This is an optimization exercise on Yosys and OpenROAD, whose aim is small area and a short achievable clock period, not a production implementation. Only simulation tests tie the RTL to the original design; equivalence was not proved.

## flow/design.v

```verilog
module iu32 (
    input  wire        clk,
    input  wire        in_class,
    input  wire [4:0]  in_op,
    input  wire        in_f,
    input  wire [31:0] in_a,
    input  wire [31:0] in_b,
    input  wire [3:0]  in_flags,
    output reg  [31:0] out_rd,
    output reg  [31:0] out_re,
    output reg         out_wrd,
    output reg         out_wre,
    output reg  [3:0]  out_flags
);
    localparam [4:0] ADD  = 5'h00, ADDX = 5'h01, SUB  = 5'h02, SUBX = 5'h03,
                     ABDU = 5'h04, AND  = 5'h05, OR   = 5'h06, XOR  = 5'h07,
                     ANDN = 5'h08, MOV  = 5'h09, NOT  = 5'h0A, SHL  = 5'h0B,
                     SHRU = 5'h0C, SHRS = 5'h0D, ROL  = 5'h0E, CMP  = 5'h0F,
                     SELC = 5'h10, ANDF = 5'h11, LZC  = 5'h12, POPC = 5'h13,
                     EXTB = 5'h14, EXTH = 5'h15, BREV = 5'h16, MINU = 5'h17,
                     MAXU = 5'h18, MINS = 5'h19, MAXS = 5'h1A;
    localparam [4:0] MUL = 5'h00, MULLU = 5'h01, MULLS = 5'h02;
    wire [31:0] a = in_a;
    wire [31:0] b = in_b;
    wire        z_in = in_flags[0];
    wire        c_in = in_flags[1];
    wire        n_in = in_flags[2];
    wire        v_in = in_flags[3];
    wire [32:0] add_sum  = {1'b0, a} + {1'b0, b} + {32'b0, (in_op == ADDX) ? c_in : 1'b0};
    wire [32:0] sub_sum  = {1'b0, a} + {1'b0, ~b} + {32'b0, (in_op == SUBX) ? c_in : 1'b1};
    wire        add_v    = (a[31] == b[31]) && (add_sum[31] != a[31]);
    wire        sub_v    = (a[31] != b[31]) && (sub_sum[31] != a[31]);
    wire        a_ge_b_u = (a >= b);
    wire [31:0] abdu     = a_ge_b_u ? (a - b) : (b - a);
    wire        a_le_b_s = ($signed(a) <= $signed(b));
    wire        a_ge_b_s = ($signed(a) >= $signed(b));
    wire [4:0]  sh = b[4:0];
    wire [31:0] shl_r  = a << sh;
    wire [31:0] shru_r = a >> sh;
    wire [31:0] shrs_r = $signed(a) >>> sh;
    wire [31:0] rol_r  = (a << sh) | (a >> (6'd32 - {1'b0, sh}));
    wire        shl_c  = a[6'd32 - {1'b0, sh}];
    wire        shr_c  = a[sh - 5'd1];
    reg [5:0] lzc_r;
    reg [5:0] popc_r;
    reg [31:0] brev_r;
    integer i;
    always @(*) begin
        lzc_r = 6'd32;
        for (i = 0; i < 32; i = i + 1)
            if (b[i]) lzc_r = 6'd31 - i[5:0];
        popc_r = 6'd0;
        for (i = 0; i < 32; i = i + 1)
            popc_r = popc_r + {5'b0, b[i]};
        for (i = 0; i < 32; i = i + 1)
            brev_r[i] = b[31 - i];
    end
    wire signed [32:0] ma = {(in_op == MULLS) ? a[31] : 1'b0, a};
    wire signed [32:0] mb = {(in_op == MULLS) ? b[31] : 1'b0, b};
    wire signed [65:0] prod = ma * mb;
    wire [31:0] hi_s  = prod[63:32] - (a[31] ? b : 32'b0) - (b[31] ? a : 32'b0);
    wire        mul_c = (prod[63:32] != 32'b0);
    wire        mul_v = ({hi_s, prod[31]} != {33{1'b0}}) && ({hi_s, prod[31]} != {33{1'b1}});
    reg [31:0] r;
    reg [31:0] re;
    reg        wrd, wre;
    reg        c_new, v_new;
    reg        z_new, n_new;
    always @(*) begin
        r = 32'b0;
        re = 32'b0;
        wrd = 1'b1;
        wre = 1'b0;
        c_new = c_in;
        v_new = v_in;
        if (!in_class) begin
            case (in_op)
                ADD, ADDX: begin r = add_sum[31:0]; c_new = add_sum[32]; v_new = add_v; end
                SUB, SUBX: begin r = sub_sum[31:0]; c_new = sub_sum[32]; v_new = sub_v; end
                CMP:  begin r = sub_sum[31:0]; c_new = sub_sum[32]; v_new = sub_v; wrd = 1'b0; end
                ABDU: begin r = abdu; c_new = a_ge_b_u; end
                AND:  r = a & b;
                OR:   r = a | b;
                XOR:  r = a ^ b;
                ANDN: r = a & ~b;
                MOV:  r = b;
                NOT:  r = ~b;
                SHL:  begin r = shl_r;  if (sh != 5'd0) c_new = shl_c; end
                SHRU: begin r = shru_r; if (sh != 5'd0) c_new = shr_c; end
                SHRS: begin r = shrs_r; if (sh != 5'd0) c_new = shr_c; end
                ROL:  begin r = rol_r;  if (sh != 5'd0) c_new = rol_r[0]; end
                SELC: r = c_in ? a : b;
                ANDF: begin r = a & b; wrd = 1'b0; end
                LZC:  r = {26'b0, lzc_r};
                POPC: r = {26'b0, popc_r};
                EXTB: r = {{24{b[7]}}, b[7:0]};
                EXTH: r = {{16{b[15]}}, b[15:0]};
                BREV: r = brev_r;
                MINU: r = a_ge_b_u ? b : a;
                MAXU: r = a_ge_b_u ? a : b;
                MINS: r = a_le_b_s ? a : b;
                MAXS: r = a_ge_b_s ? a : b;
                default: r = 32'b0;
            endcase
            z_new = (r == 32'b0);
            n_new = r[31];
        end else begin
            case (in_op)
                MUL: begin
                    r = prod[31:0];
                    z_new = (r == 32'b0);
                    n_new = r[31];
                    c_new = mul_c;
                    v_new = mul_v;
                end
                default: begin   
                    r = prod[31:0];
                    re = prod[63:32];
                    wre = 1'b1;
                    z_new = (prod[63:0] == 64'b0);
                    n_new = prod[63];
                    c_new = 1'b0;
                    v_new = 1'b0;
                end
            endcase
        end
    end
    always @(posedge clk) begin
        out_rd    <= r;
        out_re    <= re;
        out_wrd   <= wrd;
        out_wre   <= wre;
        out_flags <= in_f ? {v_new, n_new, c_new, z_new} : in_flags;
    end
endmodule
```

## flow/run.sh

```bash
#!/bin/bash
# synth_recipe.tcl (not shown) runs the flow's synth.tcl, then flattens the netlist and writes it again
# the make line also repeats each setting of config.mk as NAME=value (left out here)
make -C /OpenROAD-flow-scripts/flow DESIGN_CONFIG=/design/flow/config.mk WORK_HOME=/design/flow/orfs CLKGATE_MAP_FILE= SYNTH_SCRIPT=/design/flow/synth_recipe.tcl finish
```

## flow/config.mk

```make
export PLATFORM = sky130hd
export DESIGN_NAME = iu32
export DESIGN_NICKNAME = iu32
export VERILOG_FILES = /design/flow/design.v
export SDC_FILE = /design/flow/constraint.sdc
export NUM_CORES = 4
export LEC_CHECK = 0
export CAP_MARGIN = 20
export CORE_MARGIN = 2
export CORE_UTILIZATION = 40
export SLEW_MARGIN = 20
```

## flow/constraint.sdc

```tcl
create_clock -name core_clock -period 16.0 [get_ports {clk}]
set_input_delay 3.2000 -clock core_clock [delete_from_list [all_inputs] [get_ports {clk}]]
set_output_delay 3.2000 -clock core_clock [all_outputs]
set_load 0.01 [all_outputs]
```

==> results.yml <==
status:
  status: "complete, no violations"
logic_synthesis:
  async_flop_share_pct: 0
  synth_top_cell_area_share_pct: 40.4
  yosysSeqAreaShare_pct: 2.39
  synth_ff_type: "dfxtp_1"
  ys_top_cells_by_area: "fa_1 40%, inv_1 8.2%, ha_1 8.1%"
  ys_seq_elements: 70
  yosysTopAreaCell: "fa_1"
  yosysUniqueCellTypes: 104
  synth_fp_nets: 8841
  syn_area_um2: 58700
  synth-edff-count: 0
  avgSynthCellArea_um2: 8.16
  synth_cells: 7197
  ys_warn_count: 1
timing:
  maxSlewViolCount: 0
  hold_viol_final: 0
  maxSlewHeadroom_pct: 8.92
  worstMarginPinSlew_ns: 1.36
  finalSetupViolCount: 0
  setup_tns_ns: 0
  fmax_ghz: 0.0641
  finalCriticalPeriod_ns: 15.61
  final.period_utilization_pct: 97.6
  rsz0062_at_grt: "no"
  setup_ws_ns: 0.391
route:
  met2_length_um: 143000
  vias: 58700
  wl_um: 339000
  dr.pass1.iters: 6
  wl_met3_um: 38800
  vias_per_cell: 6.21
  drtIter0Drc: 7061
  wl_met1_um: 122000
  drt-wirelength-per-cell_um: 35.9
  post-route-drc-count: 0
  top_layer_used: "met5"
  postRouteAntennaNets: 0
floorplan:
  die_h_um: 387
  start_util_pct: 40.3
  io_pins: 146
  core_um2: 146000
  die_area_um2: 150000
  row_count: 140
  die_w_um: 387
setup_path:
  cp-endpoint: "out_flags[3]"
  cp.arrival_ns: 15.88
  cp-startpoint: "in_a[11]"
  cpPeakStageDelay_ns: 0.72
  path_class: "in2reg"
  cp_max_fo: 16
  critical_path.most_common_cell: "fa_1"
  cp.required_ns: 16.27
  end_kind: "register"
  worst_setup_path_start_kind: "primary input"
  crit_slowest_cell: "and2_1"
clock_network:
  root_buffer: "clkbuf_16"
  cts.reportedPaths.clkPinSlew_ns: 0.07
  cts-htree-levels: 3
  cts_sinks: 70
  cts_resized: 0
  cts_hold_buf: 0
  clk_path_buf_depth: 2
  cts_made_buffers: 9
  post_cts_buffers: 0
  cts_tree: "yes"
finish:
  final_cell_area_um2: 65800
  final_common_cell: "inv_1"
  nNetsFinal: 9141
  drive_above_1_share_pct: 11.5
  layout_common_cells: "1287 x inv_1, 1186 x fa_1, 1033 x nand2_1"
  syn2layout_area_growth_pct: 12.0
placed_design:
  post-place-ws_ns: 0.0371
  post-dp-hpwl_um: 279000
  io_buffers: 145
  place_area_um2: 65300
  gp_congestion: 1.12
global_routing:
  grt_max_degree: 82
  grt_pass1_wl_um: 473000
  grt_antenna_before_repair: 41
  first_global_vias: 60000
  grt_overflow: 0
  grt_usage_pct: 45.2
hold_path:
  min_path_cells: 3
  hold_class: "in2reg"
job:
  maxCapViolations: 0
==> cells in the mapped netlist, types with 11 or more instances <==
library cell / instances
or3_1: 18
nor2_1: 559
o21ai_0: 237
o221ai_1: 31
a22oi_1: 32
buf_1: 120
a221o_1: 15
nor3_1: 91
nand2b_1: 31
mux2_2: 33
mux4_2: 51
a211o_1: 28
xor2_1: 40
mux2i_1: 105
ha_1: 382
a211oi_1: 67
dfxtp_1: 70
nand3_1: 89
a21o_1: 63
inv_1: 1289
a311oi_1: 11
nor4_1: 53
nand4_1: 58
and3_1: 29
and2_1: 50
o2111ai_1: 30
buf_2: 41
o21a_1: 39
o22ai_1: 44
or2_2: 14
a2111oi_0: 18
fa_1: 1186
clkbuf_1: 307
a21oi_1: 308
o31ai_1: 45
a21boi_0: 17
xnor2_1: 115
nor2b_1: 37
o21bai_1: 28
a221oi_1: 41
a31oi_1: 42
clkinv_1: 27
nand2_1: 1033
o211ai_1: 56
==> metal layers <==
metal	GRT usage [%]	vias to the layer above
met4	37.4	20
li1	-	23800
met3	15.0	1173
met5	0.0319	-
met2	66.4	4046
met1	53.5	29700
==> metrics by stage <==
| step | hold slack, ns | util, % | instances |
|---|---|---|---|
| after floorplan | 3.31 | - | 7197 |
| after global placement | 3.78 | 44.8 | 9401 |
| after detailed placement | 3.77 | 44.8 | 9401 |
| after CTS | 3.32 | 45.0 | 9417 |
| after global routing | 3.37 | 45.1 | 9425 |
| final | 3.34 | 45.1 | 9445 |
==> final cells by class <==
cell class	count	area [µm²]
Timing Repair Buffer	764	6020
Multi-Input combinational cell	5328	50600
Fill cell	14700	80000
Inverter	1324	4970
Antenna cell	26	65.1
Clock buffer	13	260
Sequential cell	70	1400
Tap cell	1917	2400
Clock inverter	3	42.5
==> cell families after synthesis <==
family          synth area share, %
simple gates                   16.1
buf+inv                        11.6
fa+ha+maj                      48.6
compound gates                 14.6
mux                            4.42
xor+xnor                       2.31
flops                          2.39
==> critical path: cells and delay by family <==
| kind | cells | cell delay, ns |
|---|---|---|
| AND/OR/NAND/NOR | 10 | 2.95 |
| buffers and inverters | 8 | 1.88 |
| adder cells (fa/ha/maj) | 11 | 4.64 |
| AO/OA/AOI/OAI | 9 | 2.40 |
| XOR/XNOR | 2 | 0.77 |
==> how the worst min path moves through the flow <==
stage	end	start
floorplan	out_flags[2]	in_flags[2]
global placement	out_flags[2]	in_flags[2]
detailed placement	out_flags[2]	in_flags[2]
CTS	out_flags[2]	in_flags[2]
global route	out_flags[2]	in_flags[2]
finish	out_flags[2]	in_flags[2]
==> state kept, by name, summed over array words and instances (netlist names) <==
| signal | cells |
|---|---|
| out_rd | 32 |
| out_re | 32 |
| out_flags | 4 |
| out_wrd | 1 |
| out_wre | 1 |

[re-timing with driven ports]
In the flow no input, the clock included, has a driving cell. The finished layout below was timed again as built, in two steps.
Step 1, drivers: a clkbuf_16 drives clk and a buf_2 each remaining input, both assumed.
Step 2 times the ports against the registers' clock, not the clock port: input delays grow and output delays shrink by t, the midpoint of the rising clock arrivals with the driver on.
Three values: no drivers, after step 1, after step 2; two values: the first two.
t (ns): 0.524
slack for setup (ns): 0.391 / 0.458 / -0.066
pins driven straight from the clock port: 1
Met with ideal ports but missed after step 2: setup timing in this run. The setup slack of this run moves by +0.067 ns with the drivers and by -0.457 ns with both steps.
